What follows belongs to an exercise in optimizing a design on an open flow for small area; a production flow would make more cautious choices. In this exercise RTL edits were held to simulation tests only and were not proved equivalent to the original. Power is estimated from default activity; no workload was simulated.

==> job 2385: inputs <==
Design servo_engine, start of the top module:
module servo_engine (
    input  wire        clk,
    input  wire        rst,          
    input  wire        start,        
    input  wire        slow,         
    input  wire [3:0]  out_dl,       
    input  wire [2:0]  head,         
    output reg  [6:0]  pc,           
    output reg         busy,         
    input  wire [63:0] bundle,       
    input  wire [4:0]  flags,        
    input  wire        first,        
    output wire [31:0] d_raddr,
    input  wire [63:0] d_rdata,
    output wire [1:0]  d_we,         
    output wire [15:0] d_waddr,
    output wire [31:0] d_wdata,
    output wire [31:0] c_raddr,
    input  wire [63:0] c_rdata,
    input  wire        stat_clr,     
    output reg         aovf,
    output reg         qsat,
    output reg         late,
    output reg         slow_trunc,
    output reg  [15:0] fwevt,        
    output reg  [2:0]  loop_evt,     
    output reg  [2:0]  pl_valid,     
    output reg  [2:0]  pl_fail,      
    output reg  [15:0] dac_focus,
    output reg  [15:0] dac_track,
    output reg  [15:0] dac_tilt,
    output reg  [15:0] sled_cmd,
    output reg  [15:0] spindle_cmd,
    output reg  [15:0] elevator_cmd,
    output reg  [15:0] picker_cmd,
    output reg  [15:0] ffpub_focus,
    output reg  [15:0] ffpub_track,
    output reg  [15:0] trace0,
    output reg  [15:0] trace1,
    output reg  [10:0] out_upd
);
Settings: LEC_CHECK=0, CAP_MARGIN=0, CORE_MARGIN=2, CORE_UTILIZATION=60, CTS_BUF_LIST=sky130_fd_sc_hd__clkbuf_4, CTS_CLUSTER_DIAMETER=40, CTS_CLUSTER_SIZE=10, SLEW_MARGIN=0, BUFFER_PORTS_ARGS=-buffer_cell sky130_fd_sc_hd__buf_1; clock period 15.0 ns.
standard.sh (not shown) runs the stock make flow with config.mk's settings and CLKGATE_MAP_FILE= SYNTH_SCRIPT=/design/flow/synth_recipe.tcl, a recipe that flattens the netlist after the stock synthesis.
==> flow/flow/run.sh <==
#!/bin/bash
# The standard layout with two changes:
#  - each input and output port is buffered by the smallest buffer cell
#    instead of the one buffer_ports picks by default;
#  - after synthesis, flow/polarity.py removes inverters between full adders
#    (a full adder is self-dual), then the standard flow continues.
set -euo pipefail
echo 'export BUFFER_PORTS_ARGS = -buffer_cell sky130_fd_sc_hd__buf_1' >> config.mk
R=$PWD/orfs/results/$FLOW_PLATFORM/servo_engine/base
bash standard.sh $R/1_2_yosys.v > synth.log 2>&1
cp $R/1_2_yosys.v 1_2_yosys_standard.v
python3 flow/polarity.py 1_2_yosys_standard.v $R/1_2_yosys.v > polarity.log 2>&1
bash standard.sh > standard.log 2>&1
Other scripts of this flow, unchanged in this note and not shown: flow/flow/polarity.py
==> job 1509 (differences from job 2385) <==
==> flow/flow/run.sh (replaced) <==
#!/bin/bash
# The standard layout with these changes:
#  - each input and output port is buffered by the smallest buffer cell
#    instead of the one buffer_ports picks by default;
#  - after the standard synthesis, flow/polarity.py removes inverters between
#    full adders (a full adder is self-dual);
#  - the combinational cells other than the adders are then mapped again by
#    ABC with an area-recovering script (flow/remap.abc, with a
#    time-limited &deepsyn pass); flip-flops, full
#    and half adders stay as they are;
set -euo pipefail
echo 'export BUFFER_PORTS_ARGS = -buffer_cell sky130_fd_sc_hd__buf_1' >> config.mk
echo 'export CTS_ARGS = -sink_clustering_enable -repair_clock_nets -sink_clustering_size 10 -sink_clustering_max_diameter 40 -buf_list sky130_fd_sc_hd__clkbuf_4 -dont_use_dummy_load' >> config.mk
R=$PWD/orfs/results/$FLOW_PLATFORM/servo_engine/base
LOGD=$PWD/orfs/logs/$FLOW_PLATFORM/servo_engine/base
OBJ=$PWD/orfs/objects/$FLOW_PLATFORM/servo_engine/base
LIB=$FLOW_HOME/platforms/$FLOW_PLATFORM/lib/sky130_fd_sc_hd__tt_025C_1v80.lib
bash standard.sh $R/1_2_yosys.v > synth.log 2>&1
cp $R/1_2_yosys.v 1_2_yosys_standard.v
python3 flow/polarity.py 1_2_yosys_standard.v 1_2_yosys_polarity.v > polarity.log 2>&1
python3 flow/unmap.py $LIB 1_2_yosys_polarity.v 1_2_yosys_generic.v > unmap.log 2>&1
DU=$(grep -o -- "-dont_use [A-Za-z0-9_]*" $LOGD/1_2_yosys.log | sort -u | tr '\n' ' ')
PS=$(python3 -c "print(int(round(float('$FLOW_PERIOD_NS') * 1000)))")
cat > remap.ys <<EOF
read_liberty -lib $LIB
read_verilog 1_2_yosys_generic.v
hierarchy -check -top $FLOW_TOP
proc
simplemap
opt -fast
opt_clean
abc -script $PWD/flow/remap.abc -liberty $LIB $DU -constr $OBJ/abc.constr -D $PS
opt_clean -purge
hilomap -singleton -hicell sky130_fd_sc_hd__conb_1 HI -locell sky130_fd_sc_hd__conb_1 LO
insbuf -buf sky130_fd_sc_hd__buf_4 A X
splitnets
opt_clean -purge
tee -o remap_stat.txt stat -liberty $LIB
write_verilog -noattr -noexpr -nohex -nodec $R/1_2_yosys.v
EOF
yosys -s remap.ys > remap.log 2>&1
bash standard.sh > standard.log 2>&1
==> flow/flow/remap.abc (new file) <==
&get -n
&st
&deepsyn -T 60
&st
&dch
&nf -R 1000
&put
buffer -c
topo
stime -c
upsize -c
dnsize -c
==> flow/flow/unmap.py (new file) <==
#!/usr/bin/env python3
"""Turns a mapped netlist back into generic logic for a new ABC run.

Every single-output combinational cell becomes an assign with its liberty
function; full adders, half adders, flip-flops and tie cells stay as cell
instances.

usage: unmap.py LIB IN.v OUT.v
"""
import re
import sys

KEEP = ("fa_", "ha_", "dfxtp_", "edfxtp_", "conb_", "dfrtp_", "dfstp_", "sdf", "dl")
lib = open(sys.argv[1]).read()
func = {}
outpin = {}
for m in re.finditer(r'cell\s*\(\s*"?(\w+)"?\s*\)\s*\{', lib):
    name = m.group(1)
    start = m.end()
    nxt = lib.find("\n    cell (", start)
    body = lib[start:nxt if nxt > 0 else len(lib)]
    outs = re.findall(r'pin\s*\(\s*"?(\w+)"?\s*\)\s*\{[^{}]*?direction\s*:\s*"?output"?\s*;', body)
    fns = re.findall(r'pin\s*\(\s*"?(\w+)"?\s*\)\s*\{(?:(?!pin\s*\().)*?function\s*:\s*"([^"]*)"', body, re.S)
    if len(fns) == 1:
        func[name] = fns[0][1]
        outpin[name] = fns[0][0]

src = open(sys.argv[2]).read()
inst_re = re.compile(r"^  (\S+) (\S+)\s*\((.*?)\);\n", re.S | re.M)
out = []
pos = 0
n_conv = 0
for mm in inst_re.finditer(src):
    typ = mm.group(1)
    if typ in ("wire", "input", "output", "inout", "assign", "module"):
        continue
    cell = typ.replace("sky130_fd_sc_hd__", "")
    if any(cell.startswith(k) for k in KEEP) or typ not in func:
        continue
    pins = {p: v.strip() for p, v in re.findall(r"\.(\w+)\(([^()]*)\)", mm.group(3))}
    op = outpin[typ]
    if op not in pins:
        continue
    def sub(t):
        v = pins[t.group(0)]
        if v.startswith("\\"):
            v = v + " "
        return "(" + v + ")"
    expr = re.sub(r"[A-Za-z_][A-Za-z0-9_]*", sub, func[typ])
    expr = expr.replace("!", "~").replace("*", "&").replace("+", "|")
    lhs = pins[op] + (" " if pins[op].startswith("\\") else "")
    out.append(src[pos:mm.start()])
    out.append(f"  assign {lhs} = {expr};\n")
    pos = mm.end()
    n_conv += 1
out.append(src[pos:])
open(sys.argv[3], "w").write("".join(out))
sys.stderr.write(f"unmap: {n_conv} cells turned into logic\n")
- CORE_UTILIZATION: 60 -> 70
- CTS_ARGS: default -> -sink_clustering_enable -repair_clock_nets -sink_clustering_size 10 -sink_clustering_max_diameter 40 -buf_list sky130_fd_sc_hd__clkbuf_4 -dont_use_dummy_load
==> job 6850 (differences from job 2385) <==
==> flow/flow/run.sh (replaced) <==
#!/bin/bash
# The standard layout with these changes:
#  - each input and output port is buffered by the smallest buffer cell
#    instead of the one buffer_ports picks by default;
#  - after the standard synthesis, flow/polarity.py removes inverters between
#    full adders (a full adder is self-dual);
#  - the combinational cells other than the adders are then mapped again by
#    ABC with an area-recovering script (flow/remap.abc, with a
#    time-limited &deepsyn pass); flip-flops, full
#    and half adders stay as they are;
#  - then the standard flow continues from the new netlist.
set -euo pipefail
echo 'export BUFFER_PORTS_ARGS = -buffer_cell sky130_fd_sc_hd__buf_1' >> config.mk
R=$PWD/orfs/results/$FLOW_PLATFORM/servo_engine/base
LOGD=$PWD/orfs/logs/$FLOW_PLATFORM/servo_engine/base
OBJ=$PWD/orfs/objects/$FLOW_PLATFORM/servo_engine/base
LIB=$FLOW_HOME/platforms/$FLOW_PLATFORM/lib/sky130_fd_sc_hd__tt_025C_1v80.lib
bash standard.sh $R/1_2_yosys.v > synth.log 2>&1
cp $R/1_2_yosys.v 1_2_yosys_standard.v
python3 flow/polarity.py 1_2_yosys_standard.v 1_2_yosys_polarity.v > polarity.log 2>&1
python3 flow/unmap.py $LIB 1_2_yosys_polarity.v 1_2_yosys_generic.v > unmap.log 2>&1
DU=$(grep -o -- "-dont_use [A-Za-z0-9_]*" $LOGD/1_2_yosys.log | sort -u | tr '\n' ' ')
PS=$(python3 -c "print(int(round(float('$FLOW_PERIOD_NS') * 1000)))")
cat > remap.ys <<EOF
read_liberty -lib $LIB
read_verilog 1_2_yosys_generic.v
hierarchy -check -top $FLOW_TOP
proc
simplemap
opt -fast
opt_clean
abc -script $PWD/flow/remap.abc -liberty $LIB $DU -constr $OBJ/abc.constr -D $PS
opt_clean -purge
hilomap -singleton -hicell sky130_fd_sc_hd__conb_1 HI -locell sky130_fd_sc_hd__conb_1 LO
insbuf -buf sky130_fd_sc_hd__buf_4 A X
splitnets
opt_clean -purge
tee -o remap_stat.txt stat -liberty $LIB
write_verilog -noattr -noexpr -nohex -nodec $R/1_2_yosys.v
EOF
yosys -s remap.ys > remap.log 2>&1
bash standard.sh > standard.log 2>&1
==> flow/flow/remap.abc (new file) <==
&get -n
&st
&deepsyn -T 60
&st
&dch
&nf -R 1000
&put
buffer -c
topo
stime -c
upsize -c
dnsize -c
==> flow/flow/unmap.py (new file) <==
#!/usr/bin/env python3
"""Turns a mapped netlist back into generic logic for a new ABC run.

Every single-output combinational cell becomes an assign with its liberty
function; full adders, half adders, flip-flops and tie cells stay as cell
instances.

usage: unmap.py LIB IN.v OUT.v
"""
import re
import sys

KEEP = ("fa_", "ha_", "dfxtp_", "edfxtp_", "conb_", "dfrtp_", "dfstp_", "sdf", "dl")
lib = open(sys.argv[1]).read()
func = {}
outpin = {}
for m in re.finditer(r'cell\s*\(\s*"?(\w+)"?\s*\)\s*\{', lib):
    name = m.group(1)
    start = m.end()
    nxt = lib.find("\n    cell (", start)
    body = lib[start:nxt if nxt > 0 else len(lib)]
    outs = re.findall(r'pin\s*\(\s*"?(\w+)"?\s*\)\s*\{[^{}]*?direction\s*:\s*"?output"?\s*;', body)
    fns = re.findall(r'pin\s*\(\s*"?(\w+)"?\s*\)\s*\{(?:(?!pin\s*\().)*?function\s*:\s*"([^"]*)"', body, re.S)
    if len(fns) == 1:
        func[name] = fns[0][1]
        outpin[name] = fns[0][0]

src = open(sys.argv[2]).read()
inst_re = re.compile(r"^  (\S+) (\S+)\s*\((.*?)\);\n", re.S | re.M)
out = []
pos = 0
n_conv = 0
for mm in inst_re.finditer(src):
    typ = mm.group(1)
    if typ in ("wire", "input", "output", "inout", "assign", "module"):
        continue
    cell = typ.replace("sky130_fd_sc_hd__", "")
    if any(cell.startswith(k) for k in KEEP) or typ not in func:
        continue
    pins = {p: v.strip() for p, v in re.findall(r"\.(\w+)\(([^()]*)\)", mm.group(3))}
    op = outpin[typ]
    if op not in pins:
        continue
    def sub(t):
        v = pins[t.group(0)]
        if v.startswith("\\"):
            v = v + " "
        return "(" + v + ")"
    expr = re.sub(r"[A-Za-z_][A-Za-z0-9_]*", sub, func[typ])
    expr = expr.replace("!", "~").replace("*", "&").replace("+", "|")
    lhs = pins[op] + (" " if pins[op].startswith("\\") else "")
    out.append(src[pos:mm.start()])
    out.append(f"  assign {lhs} = {expr};\n")
    pos = mm.end()
    n_conv += 1
out.append(src[pos:])
open(sys.argv[3], "w").write("".join(out))
sys.stderr.write(f"unmap: {n_conv} cells turned into logic\n")
- CORE_UTILIZATION: 60 -> 70
==> comparison table <==
	job 2385	job 1509	job 6850
Placer's final routability congestion estimate	1.014	1.145	1.145
Initial cell density of the core	60.62%	70.55%	70.55%
DRC marker count from the first detailed-route iteration	4638	5764	5604
Routed wl met2	61120 um	55360 um	55360 um
Inverter count	223	219	219
Layout multi-input combinational cell count	3378	3007	3007
Clk pwr	633 uW	454 uW	614 uW
Relative max-transition margin	18.05%	6.879%	5.102%
Layout cell share with drive strength beyond 1	8.571%	8.425%	9.013%
Chip width	250.7 um	219.9 um	219.9 um
Max stage delay cell, worst path	sky130_fd_sc_hd__xnor2_2	sky130_fd_sc_hd__or2_1	sky130_fd_sc_hd__a21oi_1
Final total power	4.380 mW	4.508 mW	4.681 mW
Outcome	timing/DRC/antenna clean	timing/DRC/antenna clean	timing/DRC/antenna clean

[re-timing with driven ports]
No port has a modelled driver above. Below, the same layouts with a new extraction and two added sets of constraints.
Step 1, drivers: a clkbuf_16 drives clk and a buf_2 each remaining input, both assumed.
Step 2, shift: input delay + t, output delay - t, t = (earliest + latest rising clock arrival at the registers) / 2. This alone moves slack from input paths to output paths.
Slacks: ideal ports / drivers / drivers and shift; pairs: ideal ports / drivers.
run	t, ns	setup WS [ns]	latest minus earliest clock arrival (ns)	worst slew at a driven data input, ns
job 2385	0.855	1.309 / 1.345 / 0.490	0.070 / 0.070	0.29
job 1509	0.889	0.543 / 0.583 / -0.306	0.127 / 0.127	0.16
job 6850	0.907	0.339 / 0.376 / -0.532	0.064 / 0.063	0.16
Met with ideal ports but missed after step 2: setup timing in job 1509 and job 6850. The setup slack of job 6850, which loses most, moves by +0.037 ns with the drivers and by -0.871 ns with both steps.
